Background: an optimization exercise with open tools, aiming at small area. Do not read the settings as production practice.
Only simulation tests tie the RTL to the original design; equivalence was not proved.
Power and IR drop assume default switching activity.

`config.mk`:
```
export PLATFORM = sky130hd
export DESIGN_NAME = hall_tracker
export DESIGN_NICKNAME = hall_tracker
export VERILOG_FILES = /design/flow/design.v
export SDC_FILE = /design/flow/constraint.sdc
export NUM_CORES = 4
export LEC_CHECK = 0
export CAP_MARGIN = 20
export CORE_MARGIN = 2
export CORE_UTILIZATION = 40
export SLEW_MARGIN = 20
```
`constraint.sdc`:
```
create_clock -name core_clock -period 20.0 [get_ports {clk}]
set_input_delay 4.0000 -clock core_clock [delete_from_list [all_inputs] [get_ports {clk}]]
set_output_delay 4.0000 -clock core_clock [all_outputs]
set_load 0.01 [all_outputs]
```
`design.v`:
```
module hall_tracker (
    input  wire        clk,
    input  wire        rst,
    input  wire        hdir,
    input  wire [10:0] hofs,
    input  wire [8:0]  spdto,
    input  wire [6:0]  invmax,
    input  wire [15:0] cpmm,
    input  wire        cmd_valid,
    output wire        cmd_ready,
    input  wire [1:0]  cmd_op,
    input  wire [31:0] cmd_tgate,
    input  wire [2:0]  cmd_hst,
    input  wire        cmd_ovf,
    input  wire [1:0]  cmd_ne,
    input  wire [31:0] cmd_ts0,
    input  wire [2:0]  cmd_st0,
    input  wire [31:0] cmd_ts1,
    input  wire [2:0]  cmd_st1,
    input  wire [31:0] cmd_delta,
    output reg  [2:0]  hstate,
    output reg  [2:0]  sector,
    output reg         still,
    output reg         dir,
    output reg  [1:0]  posq,
    output reg         hinv,
    output reg         hflt,
    output reg         hskip,
    output reg         spdsat,
    output reg         edgeovr,
    output reg         nots,
    output reg  [15:0] raw,
    output reg  [31:0] track,
    output reg  [31:0] pos,
    output reg  [15:0] spd,
    output reg  [15:0] v4,
    output reg  [31:0] edget,
    output wire [31:0] edgei,
    output reg  [10:0] elpos,
    output reg  [7:0]  frac,
    output reg  [7:0]  invcnt,
    output reg  [7:0]  skipcnt,
    output reg  [7:0]  ovrcnt,
    output reg  [7:0]  misscnt
);
    localparam OP_FRAME   = 2'd0;
    localparam OP_MISSED  = 2'd1;
    localparam OP_REHOME  = 2'd2;
    localparam [5:0] S_IDLE = 6'd0,
                     S_TO   = 6'd1,
                     S_REC  = 6'd2,
                     S_E1   = 6'd3,
                     S_E2   = 6'd4,
                     S_E3   = 6'd5,
                     S_SDIV = 6'd6,
                     S_SFIN = 6'd7,
                     S_POST = 6'd8,
                     S_SY1  = 6'd9,
                     S_SY2  = 6'd10,
                     S_SY3  = 6'd11,
                     S_FR0  = 6'd12,
                     S_FR1  = 6'd13,
                     S_FR2  = 6'd14,
                     S_FR3  = 6'd15,
                     S_FRD  = 6'd16,
                     S_D1   = 6'd17,
                     S_D2   = 6'd18,
                     S_D3   = 6'd19,
                     S_V1   = 6'd20,
                     S_V2   = 6'd21,
                     S_V3   = 6'd22,
                     S_V4   = 6'd23,
                     S_V5   = 6'd24,
                     S_V6   = 6'd25,
                     S_V7   = 6'd26,
                     S_V8   = 6'd27,
                     S_V9   = 6'd28,
                     S_P1   = 6'd29,
                     S_P2   = 6'd30,
                     S_P3   = 6'd31,
                     S_P4   = 6'd32,
                     S_P5   = 6'd33,
                     S_P6   = 6'd34,
                     S_P7   = 6'd35,
                     S_P8   = 6'd36,
                     S_RH   = 6'd37;
    localparam [37:0] K1 = 38'd100000000000;    
    reg [5:0] st;
    reg [5:0] cnt;
    assign cmd_ready = (st == S_IDLE);
    reg        missed;
    reg [31:0] xr;           
    reg [31:0] yr;           
    reg [2:0]  st0r, st1r;
    reg [1:0]  ne_r;
    reg [1:0]  ri;
    reg        ref_ok, seen, lastpos, first, tlast_ok, hist_ok;
    reg [1:0]  nival;
    reg [25:0] ival0, ival1;
    reg [25:0] edgei_r;
    reg [7:0]  invrun;
    reg [3:0]  rs_cur;
    reg [1:0]  dw_cur;
    reg [3:0]  rs1, rs2, rs3;
    reg [1:0]  dw1, dw2, dw3;
    reg [8:0]  g0, g1, g2, g3;
    reg        inval_e, inval_l, neg_r, two_r, sat, q1b, dbsel, sgn, divgo;
    reg [15:0] ra;
    reg [31:0] rb;
    assign edgei = {6'd0, edgei_r};
    wire [20:0] acc = {v4, elpos[4:0]};
    function [3:0] sector_of;
        input [2:0] s;
        case (s)
            3'b001: sector_of = {1'b1, 3'd0};
            3'b011: sector_of = {1'b1, 3'd1};
            3'b010: sector_of = {1'b1, 3'd2};
            3'b110: sector_of = {1'b1, 3'd3};
            3'b100: sector_of = {1'b1, 3'd4};
            3'b101: sector_of = {1'b1, 3'd5};
            default: sector_of = 4'd0;
        endcase
    endfunction
    wire        rec_edge  = (ri < ne_r);
    wire [2:0]  rec_state = rec_edge ? (ri[0] ? st1r : st0r) : hstate;
    wire [3:0]  rec_dec   = sector_of(rec_state);
    wire        rec_valid = rec_dec[3];
    wire [2:0]  rec_sec   = rec_dec[2:0];
    wire [2:0]  rec_d     = (rec_sec >= sector) ? (rec_sec - sector)
                                                : (rec_sec + 3'd6 - sector);
    wire        rec_two   = (rec_d == 3'd2) || (rec_d == 3'd4);
    wire        rec_up    = (rec_d == 3'd1) || (rec_d == 3'd2);
    wire        rec_neg   = rec_up ? hdir : ~hdir;
    wire [3:0]  rec_cnt   = rec_neg ? (rec_two ? 4'hE : 4'hF) : (rec_two ? 4'd2 : 4'd1);
    wire        rec_count = rec_valid && ref_ok && (rec_d != 3'd0) && (rec_d != 3'd3);
    function [7:0] inc8;
        input [7:0] v;
        inc8 = (v == 8'hFF) ? v : v + 8'd1;
    endfunction
    reg         sa_bit;
    wire [16:0] sa_num  = {ra, sa_bit};
    wire [17:0] sa_diff = {1'b0, sa_num} - {2'b0, cpmm};
    wire        sa_ge   = ~sa_diff[17];
    wire [15:0] sa_rem  = sa_ge ? sa_diff[15:0] : sa_num[15:0];
    wire [5:0]  kidx = 6'd37 - cnt;
    wire [38:0] kv   = {K1, 1'b0};
    wire        kbit = two_r ? kv[kidx] : kv[kidx + 6'd1];
    localparam [3:0] A_ZERO = 4'd0, A_RB = 4'd1, A_RBSH = 4'd2, A_POS = 4'd3,
                     A_X = 4'd4, A_Y = 4'd5, A_ACC = 4'd6, A_CPMM = 4'd7,
                     A_HI = 4'd8, A_RAW = 4'd9, A_SMALL = 4'd10;
    localparam [3:0] B_ZERO = 4'd0, B_EDGET = 4'd1, B_DB = 4'd2, B_ASH2 = 4'd3,
                     B_TRACK = 4'd4, B_TOCMP = 4'd5, B_RS = 4'd6, B_G0 = 4'd7,
                     B_SPD = 4'd8, B_RA = 4'd9, B_FRAC = 4'd10, B_HOFS = 4'd11,
                     B_1536 = 4'd12, B_RBH = 4'd13, B_RB = 4'd14;
    reg  [3:0]  asel, bsel;
    reg         ginv, gcin;
    reg  [2:0]  hi3;
    reg  [3:0]  sml;
    reg         dbx;
    reg  [3:0]  rsx;
    reg  [31:0] ga, gb;
    wire        asc  = !seen || (lastpos != hdir);
    wire [25:0] dbv  = (dbsel | dbx) ? ival1 : ival0;
    always @* begin
        case (cnt[1:0])
            2'd0: rsx = rs1;
            2'd1: rsx = rs2;
            2'd2: rsx = rs3;
            default: rsx = rs_cur;
        endcase
    end
    always @* begin
        case (asel)
            A_RB:    ga = rb;
            A_RBSH:  ga = {rb[30:0], q1b};
            A_POS:   ga = pos;
            A_X:     ga = xr;
            A_Y:     ga = yr;
            A_ACC:   ga = {11'd0, acc};
            A_CPMM:  ga = {16'd0, cpmm};
            A_HI:    ga = {21'd0, hi3, 8'd0};
            A_RAW:   ga = {16'd0, raw};
            A_SMALL: ga = {{28{sml[3]}}, sml};
            default: ga = 32'd0;
        endcase
        case (bsel)
            B_EDGET: gb = edget;
            B_DB:    gb = {6'd0, dbv};
            B_ASH2:  gb = {ga[29:0], 2'b00};
            B_TRACK: gb = track;
            B_TOCMP: gb = {6'd0, acc, 5'd0};
            B_RS:    gb = {{20{rsx[3]}}, rsx, 8'd0};
            B_G0:    gb = {23'd0, g0};
            B_SPD:   gb = {16'd0, spd};
            B_RA:    gb = {16'd0, ra};
            B_FRAC:  gb = {24'd0, frac};
            B_HOFS:  gb = {21'd0, hofs};
            B_1536:  gb = 32'd1536;
            B_RBH:   gb = {1'b0, rb[31:1]};
            B_RB:    gb = rb;
            default: gb = 32'd0;
        endcase
    end
    wire [32:0] gsum = {1'b0, ga} + {1'b0, gb ^ {32{ginv}}} + {32'd0, gcin};
    wire [31:0] gout = gsum[31:0];
    wire        gco  = gsum[32];
    wire        ovf_p = !ga[31] && !gb[31] &&  gout[31];
    wire        ovf_n =  ga[31] &&  gb[31] && !gout[31];
    wire [1:0]  dW = dw1 + dw2 + dw3 + dw_cur;
    always @* begin
        asel = A_ZERO; bsel = B_ZERO; ginv = 1'b0; gcin = 1'b0;
        hi3 = 3'd0; sml = rec_cnt; dbx = 1'b0; sa_bit = 1'b0;
        case (st)
            S_TO:   begin asel = A_ACC; bsel = B_ASH2; end
            S_E1:   begin asel = ri[0] ? A_Y : A_X; bsel = B_EDGET; ginv = 1'b1; gcin = 1'b1; end
            S_E2:   begin asel = A_RB; bsel = B_TOCMP; ginv = 1'b1; end
            S_E3:   begin asel = ri[0] ? A_Y : A_X; end
            S_SDIV: begin asel = A_RBSH; bsel = B_DB; ginv = 1'b1; gcin = 1'b1; sa_bit = kbit; end
            S_SFIN: begin bsel = B_SPD; ginv = neg_r; gcin = neg_r; end
            S_SY1:  begin asel = A_POS; bsel = B_EDGET; ginv = 1'b1; gcin = 1'b1; end
            S_SY2:  begin asel = A_POS; bsel = B_TOCMP; ginv = 1'b1; end
            S_SY3:  begin asel = A_SMALL; sml = rs_cur; bsel = B_TRACK; end
            S_FR0:  begin bsel = B_DB; end
            S_FR1:  begin asel = A_RB; bsel = B_DB; dbx = 1'b1; ginv = 1'b1; gcin = 1'b1; end
            S_FR2:  begin asel = A_POS; bsel = B_DB; ginv = 1'b1; gcin = 1'b1; end
            S_FR3:  begin asel = A_POS; end
            S_FRD:  begin asel = A_RBSH; bsel = B_DB; ginv = 1'b1; gcin = 1'b1; end
            S_D1:   begin asel = A_HI; hi3 = sector + {2'd0, !asc}; bsel = B_HOFS; end
            S_D2:   begin asel = A_RB; bsel = B_FRAC; ginv = !asc; gcin = !asc; end
            S_D3:   begin asel = A_RB; bsel = B_1536; ginv = 1'b1; gcin = 1'b1; end
            S_V1:   begin asel = A_HI; hi3 = {2'd0, !lastpos}; bsel = B_FRAC; ginv = !lastpos; gcin = !lastpos; end
            S_V2:   begin asel = A_RB; bsel = B_G0; ginv = 1'b1; gcin = 1'b1; end
            S_V3:   begin asel = A_RB; bsel = B_RS; end
            S_V4:   begin bsel = B_RB; ginv = rb[31]; gcin = rb[31]; end
            S_V5:   begin asel = A_RB; bsel = B_ASH2; end
            S_V7:   begin sa_bit = rb[31]; end
            S_V8:   begin bsel = B_RB; ginv = neg_r; gcin = neg_r; end
            S_V9:   begin asel = A_HI; hi3 = {2'd0, !lastpos}; bsel = B_FRAC; ginv = !lastpos; gcin = !lastpos; end
            S_P1:   begin bsel = B_TRACK; ginv = track[31]; end
            S_P2:   begin sa_bit = pos[31]; end
            S_P3:   begin asel = sgn ? A_CPMM : A_ZERO; bsel = B_RA; ginv = sgn; end
            S_P4:   begin asel = A_RB; bsel = B_ASH2; end
            S_P5:   begin asel = A_POS; bsel = B_ASH2; end
            S_P7:   begin sa_bit = cnt[5] ? 1'b0 : rb[31]; end
            S_P8:   begin asel = A_POS; bsel = B_RBH; gcin = rb[0]; end
            S_RH:   begin asel = A_X; bsel = B_TRACK; end
            default: ;
        endcase
    end
    always @(posedge clk) begin
        if (rst) begin
            st       <= S_IDLE;  cnt <= 6'd0;
            hstate   <= 3'd0;  sector <= 3'd0; still <= 1'b1; dir <= 1'b0;
            posq     <= 2'd0;  hinv   <= 1'b0; hflt  <= 1'b0; hskip <= 1'b0;
            spdsat   <= 1'b0;  edgeovr <= 1'b0; nots <= 1'b0;
            raw      <= 16'd0; track  <= 32'd0; pos  <= 32'd0;
            spd      <= 16'd0; v4     <= 16'd0;
            edget    <= 32'd0; edgei_r <= 26'd0; elpos <= 11'd0; frac <= 8'd128;
            invcnt   <= 8'd0;  skipcnt <= 8'd0; ovrcnt <= 8'd0; misscnt <= 8'd0;
            ref_ok   <= 1'b0;  seen   <= 1'b0; lastpos <= 1'b1; first <= 1'b0;
            tlast_ok <= 1'b0;  hist_ok <= 1'b0; nival <= 2'd0;
            ival0    <= 26'd0; ival1  <= 26'd0; invrun <= 8'd0;
            rs_cur   <= 4'd0;  dw_cur <= 2'd0;
            rs1 <= 4'd0; rs2 <= 4'd0; rs3 <= 4'd0;
            dw1 <= 2'd0; dw2 <= 2'd0; dw3 <= 2'd0;
            g0 <= 9'd0; g1 <= 9'd0; g2 <= 9'd0; g3 <= 9'd0;
            missed   <= 1'b0; xr <= 32'd0; yr <= 32'd0; st0r <= 3'd0; st1r <= 3'd0;
            ne_r     <= 2'd0; ri <= 2'd0;
            inval_e  <= 1'b0; inval_l <= 1'b0; neg_r <= 1'b0; two_r <= 1'b0;
            sat      <= 1'b0; q1b <= 1'b0; dbsel <= 1'b0; sgn <= 1'b0; divgo <= 1'b0;
            ra       <= 16'd0; rb <= 32'd0;
        end else begin
            case (st)
            S_IDLE: if (cmd_valid) begin
                xr      <= (cmd_op == OP_REHOME) ? cmd_delta : cmd_ts0;
                yr      <= cmd_ts1;
                st0r    <= cmd_st0;
                st1r    <= cmd_st1;
                ne_r    <= (cmd_ne > 2'd2) ? 2'd2 : cmd_ne;
                ri      <= 2'd0;
                inval_e <= 1'b0;
                inval_l <= 1'b0;
                dbsel   <= 1'b0;
                cnt     <= 6'd0;
                missed  <= cmd_op[0];
                case (cmd_op)
                OP_FRAME, OP_MISSED: begin
                    {hinv, hflt, hskip, spdsat, edgeovr} <= 5'd0;
                    pos    <= cmd_tgate;
                    {v4, elpos[4:0]} <= {12'd0, spdto};
                    rs_cur <= 4'd0;
                    if (cmd_op == OP_FRAME) begin
                        hstate <= cmd_hst;
                        if (cmd_ovf) begin
                            edgeovr <= 1'b1;
                            ovrcnt  <= inc8(ovrcnt);
                        end
                    end else begin
                        misscnt <= inc8(misscnt);
                        nots    <= 1'b1;
                        first   <= 1'b1;
                    end
                    st <= S_TO;
                end
                OP_REHOME: st <= S_RH;
                default: begin
                    ref_ok  <= 1'b0;
                    seen    <= 1'b0;
                    frac    <= 8'd128;
                    lastpos <= 1'b1;
                end
                endcase
            end
            S_TO: begin
                {v4, elpos[4:0]} <= gout[20:0];
                cnt <= cnt + 6'd1;
                if (cnt == 6'd4) st <= missed ? S_SY1 : S_REC;
            end
            S_REC: begin
                if (rec_count && rec_edge) begin
                    st <= S_E1;
                end else begin
                    ri <= ri + 2'd1;
                    if (ri == ne_r) st <= S_POST;
                end
                if (!rec_valid) begin
                    if (rec_edge) inval_e <= 1'b1;
                    else          inval_l <= 1'b1;
                end else if (!ref_ok) begin
                    sector <= rec_sec;
                    ref_ok <= 1'b1;
                end else if (rec_d == 3'd3) begin
                    hskip   <= 1'b1;
                    skipcnt <= inc8(skipcnt);
                    if (posq == 2'd2) posq <= 2'd1;
                    sector  <= rec_sec;
                    nots    <= 1'b1;
                    first   <= 1'b1;
                end else if (rec_d != 3'd0) begin
                    raw     <= raw + {{12{rec_cnt[3]}}, rec_cnt};
                    rs_cur  <= rs_cur + rec_cnt;
                    sector  <= rec_sec;
                    seen    <= 1'b1;
                    lastpos <= !rec_neg;
                    dir     <= rec_neg;
                    neg_r   <= rec_neg;
                    two_r   <= rec_two;
                    if (!rec_edge) begin
                        nots  <= 1'b1;
                        first <= 1'b1;
                    end
                end
            end
            S_E1: begin
                rb <= gout;                  
                st <= S_E2;
            end
            S_E2: begin
                if (!tlast_ok || still || gco) begin
                    spd     <= 16'd0;
                    edgei_r <= 26'd0;
                    nival   <= 2'd0;
                    frac    <= 8'd0;
                    divgo   <= 1'b0;
                end else if (first) begin
                    frac    <= 8'd0;
                    edgei_r <= 26'd0;
                    divgo   <= 1'b0;
                end else begin
                    ival1   <= ival0;
                    ival0   <= rb[25:0];
                    divgo   <= 1'b1;
                end
                still    <= 1'b0;
                first    <= 1'b0;
                tlast_ok <= 1'b1;
                st <= S_E3;
            end
            S_E3: begin
                edget <= gout;
                ra    <= 16'd0;
                rb    <= 32'd0;
                q1b   <= 1'b0;
                sat   <= 1'b0;
                cnt   <= 6'd0;
                if (divgo) begin
                    st <= S_SDIV;
                end else begin
                    ri <= ri + 2'd1;
                    st <= S_REC;
                end
            end
            S_SDIV: begin
                if (cnt != 6'd38) begin
                    ra  <= sa_rem;
                    q1b <= sa_ge;
                end
                if (cnt != 6'd0) begin
                    rb  <= gco ? gout : {rb[30:0], q1b};
                    spd <= {spd[14:0], gco};
                    if (gco && cnt <= 6'd23) sat <= 1'b1;
                end
                cnt <= cnt + 6'd1;
                if (cnt == 6'd38) st <= S_SFIN;
            end
            S_SFIN: begin
                if (sat) begin
                    spd    <= neg_r ? 16'h8001 : 16'h7FFF;
                    spdsat <= 1'b1;
                end else begin
                    spd    <= gout[15:0];
                end
                edgei_r <= ival0;
                if (nival != 2'd2) nival <= nival + 2'd1;
                nots <= 1'b0;
                ri   <= ri + 2'd1;
                st   <= S_REC;
            end
            S_POST: begin
                if (inval_e || inval_l) begin
                    hinv   <= 1'b1;
                    invcnt <= inc8(invcnt);
                end
                if (inval_l) begin
                    invrun <= inc8(invrun);
                    if (inc8(invrun) == {1'b0, invmax}) begin
                        hflt <= 1'b1;
                        if (posq == 2'd2) posq <= 2'd1;
                    end
                end else begin
                    invrun <= 8'd0;
                end
                st <= S_SY1;
            end
            S_SY1: begin
                pos <= gout;                 
                st  <= S_SY2;
            end
            S_SY2: begin
                if (tlast_ok && !still && gco) begin
                    still <= 1'b1;
                    spd   <= 16'd0;
                end
                st <= S_SY3;
            end
            S_SY3: begin
                track <= gout;
                if (ovf_n)      dw_cur <= dw_cur + 2'd1;
                else if (ovf_p) dw_cur <= dw_cur - 2'd1;
                st <= S_FR0;
            end
            S_FR0: begin
                rb <= gout;                  
                if (seen && !still && !nots) begin
                    if (nival != 2'd0) st <= S_FR1;
                    else begin
                        frac <= 8'd0;
                        st   <= S_D1;
                    end
                end else begin
                    st <= S_D1;
                end
            end
            S_FR1: begin
                dbsel <= (nival == 2'd2) && !gco;
                st    <= S_FR2;
            end
            S_FR2: begin
                if (gco) begin
                    frac <= 8'd255;
                    st   <= S_D1;
                end else begin
                    st   <= S_FR3;
                end
            end
            S_FR3: begin
                rb  <= gout;
                q1b <= 1'b0;
                cnt <= 6'd0;
                st  <= S_FRD;
            end
            S_FRD: begin
                rb   <= gco ? gout : {rb[30:0], 1'b0};
                frac <= {frac[6:0], gco};
                cnt  <= cnt + 6'd1;
                if (cnt == 6'd7) st <= S_D1;
            end
            S_D1: begin
                rb <= gout;
                st <= S_D2;
            end
            S_D2: begin
                rb <= gout;
                st <= S_D3;
            end
            S_D3: begin
                elpos <= gco ? gout[10:0] : rb[10:0];
                st    <= S_V1;
            end
            S_V1: begin
                rb  <= gout;                 
                cnt <= 6'd0;
                if (!hist_ok) begin
                    v4 <= 16'd0;
                    st <= S_V9;
                end else begin
                    st <= S_V2;
                end
            end
            S_V2: begin
                rb <= gout;
                st <= S_V3;
            end
            S_V3: begin
                rb  <= gout;
                cnt <= cnt + 6'd1;
                if (cnt == 6'd3) st <= S_V4;
            end
            S_V4: begin
                cnt <= 6'd0;
                if (still) begin
                    v4 <= 16'd0;
                    st <= S_V9;
                end else if (dW != 2'd0) begin
                    v4 <= (dW == 2'd3 || (dW == 2'd2 && !rb[31])) ? 16'h8001 : 16'h7FFF;
                    st <= S_V9;
                end else begin
                    neg_r <= rb[31];
                    rb    <= gout;
                    st    <= S_V5;
                end
            end
            S_V5: begin
                rb  <= gout;
                cnt <= cnt + 6'd1;
                if (cnt == 6'd6) begin
                    cnt <= 6'd0;
                    st  <= S_V6;
                end
            end
            S_V6: begin
                rb  <= {rb[30:0], 1'b0};
                ra  <= 16'd0;
                cnt <= cnt + 6'd1;
                if (cnt == 6'd2) begin
                    cnt <= 6'd0;
                    st  <= S_V7;
                end
            end
            S_V7: begin
                ra  <= sa_rem;
                rb  <= {rb[30:0], sa_ge};
                cnt <= cnt + 6'd1;
                if (cnt == 6'd27) st <= S_V8;
            end
            S_V8: begin
                if (|rb[27:15])
                    v4 <= neg_r ? 16'h8001 : 16'h7FFF;
                else
                    v4 <= gout[15:0];
                st <= S_V9;
            end
            S_V9: begin
                if (hist_ok) begin
                    g0 <= g1; g1 <= g2; g2 <= g3;
                    rs1 <= rs2; rs2 <= rs3; rs3 <= rs_cur;
                    dw1 <= dw2; dw2 <= dw3; dw3 <= dw_cur;
                end else begin
                    g0 <= gout[8:0]; g1 <= gout[8:0]; g2 <= gout[8:0];
                    rs1 <= 4'd0; rs2 <= 4'd0; rs3 <= 4'd0;
                    dw1 <= 2'd0; dw2 <= 2'd0; dw3 <= 2'd0;
                end
                g3      <= gout[8:0];
                dw_cur  <= 2'd0;
                hist_ok <= 1'b1;
                st      <= S_P1;
            end
            S_P1: begin
                sgn <= track[31];
                pos <= gout;                 
                ra  <= 16'd0;
                cnt <= 6'd0;
                st  <= S_P2;
            end
            S_P2: begin
                ra  <= sa_rem;
                pos <= {pos[30:0], sa_ge ^ sgn};
                cnt <= cnt + 6'd1;
                if (cnt == 6'd31) begin
                    cnt <= 6'd0;
                    st  <= S_P3;
                end
            end
            S_P3: begin
                rb <= gout;                  
                st <= S_P4;
            end
            S_P4: begin
                rb  <= gout;
                cnt <= cnt + 6'd1;
                if (cnt == 6'd2) begin
                    cnt <= 6'd0;
                    st  <= S_P5;
                end
            end
            S_P5: begin
                pos <= gout;
                cnt <= cnt + 6'd1;
                if (cnt == 6'd2) begin
                    cnt <= 6'd0;
                    st  <= S_P6;
                end
            end
            S_P6: begin
                pos <= {pos[30:0], 1'b0};
                ra  <= 16'd0;
                cnt <= cnt + 6'd1;
                if (cnt == 6'd2) begin
                    cnt <= 6'd0;
                    st  <= S_P7;
                end
            end
            S_P7: begin
                ra  <= sa_rem;
                rb  <= {rb[30:0], sa_ge};
                cnt <= cnt + 6'd1;
                if (cnt == 6'd35) st <= S_P8;
            end
            S_P8: begin
                pos <= gout;
                st  <= S_IDLE;
            end
            S_RH: begin
                track <= gout;
                if (ovf_n)      dw_cur <= dw_cur + 2'd1;
                else if (ovf_p) dw_cur <= dw_cur - 2'd1;
                posq  <= 2'd2;
                st    <= S_P1;
            end
            default: st <= S_IDLE;
            endcase
        end
    end
endmodule
```
`run.sh`:
```
#!/bin/bash
# synth_recipe.tcl (not shown) runs the flow's synth.tcl, then flattens the netlist and writes it again
# the make line also repeats each setting of config.mk as NAME=value (left out here)
make -C /OpenROAD-flow-scripts/flow DESIGN_CONFIG=/design/flow/config.mk WORK_HOME=/design/flow/orfs CLKGATE_MAP_FILE= SYNTH_SCRIPT=/design/flow/synth_recipe.tcl finish
```
==> qor.yml <==
run_status:
  status: "complete, no violations"
worst_hold_path:
  hp-class: "flop to flop"
  min_delay_path_depth: 2
  min_to: "elpos[7]"
  min_from: "elpos[7]"
yosys:
  synthFlopType: "dfxtp_1"
  netlist_area_mm2: 0.0293
  synth_top_area_share_pct: 34.8
  ys_ff_latch: 509
  synth_warnings: 1
  synth.distinct_cells: 94
  yosysSeqAreaShare_pct: 34.8
  synth_edf_count: 0
  avgSynthCellArea_um2: 7.64
  ys_top_cells_by_area: "dfxtp_1, nand2_1, a21oi_1, nor2_1, ha_1"
  synthArstFlopShare_pct: 0
  synth_top_area_cell: "dfxtp_1"
  synthCells: 3830
critical_path:
  crit_path_max_fanout: 54
  startpoint_type: "primary input"
  crit_arrival_ns: 10.54
  crit_path_end_kind: "flop"
  reg2reg_to: "edgei_r[22]"
  r2r_slack_ns: 12.19
  rr_startpoint: "st[2]"
  reg2reg_depth: 23
  cp.required_ns: 20.58
  crit_type: "primary input to flop"
timing:
  fin_ws_ns: 10.04
  max_slew_margin_pct: 19.6
  rsz0062_at_grt: "no"
  tightest_slew_ns: 1.20
  finalSetupViolCount: 0
  period_minus_slack_ns: 9.96
  hold_violations: 0
  fin_setup_tns_ns: 0
  max_freq_mhz: 100
  slew_viol_final: 0
  skew_ns: 0.0313
  min_period_over_period_pct: 49.8
detailed_routing:
  first_pass_iters: 8
  drt_iter0_markers: 4606
  postRouteAntennaNets: 0
  wl_um: 135000
  wire_per_inst_um: 26.4
  drc: 0
  detail_route.vias_per_cell: 6.15
  vias: 31400
cts:
  cts_resized: 0
  cts_tree: "built"
  clock_sinks: 509
  clock_latency_ns: 0.64
  ctsLongestPathBuffers: 3
  cts_setup_buffers: 0
  hold_buffers: 0
  cts_made_buffers: 57
  clk_pin_slew_ns: 0.06
  h-tree-depth: 2
  clock-root-buffer: "clkbuf_16"
finish:
  drive_gt1_share_pct: 6.13
  fin_util_pct: 50.0
  fin_nets: 4381
  fillerInstances: 7133
  syn_to_final_growth_pct: 24.2
  finalNonFillerCells: 5109
  multi_input_area_mm2: 0.0177
  seqCellArea_mm2: 0.0102
  design_area_mm2: 0.0363
die:
  std_cell_rows: 99
  dieArea_mm2: 0.0754
  dieHeight_um: 275
  die_w_um: 275
  initial_core_util_pct: 40.3
  coreArea_mm2: 0.0727
  io_pins: 433
global_route:
  grt_pass1_vias: 28000
  grt_pass1_wl_um: 193000
  antenna_found_initial: 13
  grt_max_degree: 214
  grt-ovfl-total: 0
  grt_usage_pct: 34.3
power_and_ir_drop:
  leakage_nw: 13.1
  ir_drop_mv: 0.0826
  power_per_cell_area_mw_per_mm2: 121
job:
  cap_violations: 0
placed_design:
  dp_slack_ns: 9.42
  numPlacedInstances: 4995
  io_buffer_count: 426
  place.gp.congestion: 0.978
  post_dp_cell_area_mm2: 0.0343
  dp_hpwl_um: 98800
how the worst max path moves through the flow:
stage / end / from / cells past startpoint / slack, ns
after CTS: edgei_r[12] / hdir / 22 / 10.05
after global placement: edgei_r[24] / hdir / 22 / 9.51
after floorplan: rb[5] / hdir / 23 / 11.39
after detailed placement: edgei_r[12] / hdir / 22 / 9.42
after global routing: edgei_r[22] / hdir / 22 / 9.69
final: edgei_r[22] / hdir / 22 / 10.04
synth_stat cells (43+ instances only):
library cell	n
clkbuf_1	241
a221oi_1	57
a211oi_1	116
nor3_1	74
nor2_1	424
inv_1	90
dfxtp_1	509
a22o_1	43
nand3_1	83
xnor2_1	65
nand4_1	50
a222oi_1	63
a21oi_1	444
o21ai_0	137
ha_1	90
mux2i_1	58
a22oi_1	67
a221o_1	50
nand2_1	617
xor2_1	84
critical path, stage by stage:
cell and delay, ns:
clkdlybuf4s50_1 0.53, xnor2_1 0.17, and2_1 0.22, a32oi_1 0.21
nand4_1 0.20, nor4b_4 0.28, buf_4 0.50, xnor2_1 0.21
fa_1 0.22, inv_1 0.05, fa_1 0.49, a211oi_2 0.28
o211a_4 0.23, o31ai_4 0.11, a41o_1 0.28, a211o_1 0.27
a31o_1 0.20, buf_4 0.24, or3_2 0.49, buf_4 0.34
a21oi_4 0.69, a22o_1 0.25
layout make-up:
type | instances | area share, %
clock buffer | 79 | 4.60
antenna | 8 | 0.0551
sequential | 509 | 28.0
timing repair buffer | 506 | 13.4
inverter | 92 | 0.950
multi-input combinational | 2929 | 48.6
tap | 959 | 3.30
clock inverter | 27 | 1.02
power by group:
group | total, W | internal (W) | leakage [nW] | switching [W]
clock network | 0.00115 | 0.000687 | 1.02 | 0.000464
registers | 0.00129 | 0.00112 | 4.12 | 0.000166
logic | 0.00196 | 0.000636 | 7.99 | 0.00132
total | 0.00439 | 0.00244 | 13.1 | 0.00195
placed cells by master (no fill, tap or decap), drive strengths merged, types with 18 or more instances in the layout:
master	synthesis	final
clkbuf	244	79
nor2b	36	36
dfxtp	509	509
a21oi	448	448
xor2	84	84
and2	21	21
xnor2	65	65
a221o	50	50
mux2i	58	58
a222oi	63	63
a211oi	120	120
nand3	83	83
nand4	50	50
nor3	77	77
o21ai	140	140
a311oi	18	18
ha	90	90
clkdlybuf4s50	0	425
nand2b	37	37
a221oi	58	58
a21o	37	37
buf	61	81
nor2	424	424
inv	91	94
a22oi	67	67
a22o	43	43
nand2	617	617
stage by stage:
step	hold slack, ns	power [W]
6_report	0.453	0.00439
3_5_place_dp	0.443	0.00319
3_3_place_gp	0.438	0.00318
2_1_floorplan	0.432	0.00236
5_1_grt	0.471	0.00456
4_1_cts	0.451	0.00434
flip-flops by register name, summed over array words and instances, names as in the netlist, 26 cells and up:
| name | cells |
|---|---|
| yr | 32 |
| xr | 32 |
| edget | 32 |
| ival0 | 26 |
| track | 32 |
| edgei_r | 26 |
| rb | 32 |
| ival1 | 26 |
| pos | 32 |
metal layers:
layer | GRT usage [%] | share of wire [%]
met5 | 0 | 0.059
met1 | 47.6 | 41
met2 | 51.6 | 43
met3 | 7.72 | 11
met4 | 13.0 | 4.1
cells by family after synthesis:
| logic type | count (synthesis) | synth area share, % |
|---|---|---|
| fa+ha+maj | 97 | 4.33 |
| mux | 64 | 2.21 |
| flops | 509 | 34.8 |
| other cells | 1 | 0.0128 |
| simple gates | 1418 | 21.0 |
| buf+inv | 397 | 5.49 |
| compound gates | 1195 | 27.7 |
| xor+xnor | 149 | 4.46 |

re-timing with driven ports:
How much do the figures lean on ideal ports? The routed layout below was timed once more, with nothing changed but the port constraints. Step 1 sets driving cells, clkbuf_16 on the clock port and buf_2 on the other inputs (assumed; they add their load-dependent delay and slew). Step 2 times the ports against the registers' clock, not the clock port: input delays grow and output delays shrink by t, the midpoint of the rising clock arrivals with the driver on. a / b / c = no drivers / after step 1 / after step 2; a / b = the first two.
shift t [ns]: 0.698
setup WS [ns]: 10.039 / 10.088 / 9.390
worst setup path after step 2: input to register
worst data-port slew with drivers (ns): 0.12
cell pins on the clock port's net: 1
After both steps this run still meets setup and hold. For this run, drivers alone change the setup slack by +0.049 ns; drivers and shift together by -0.649 ns.
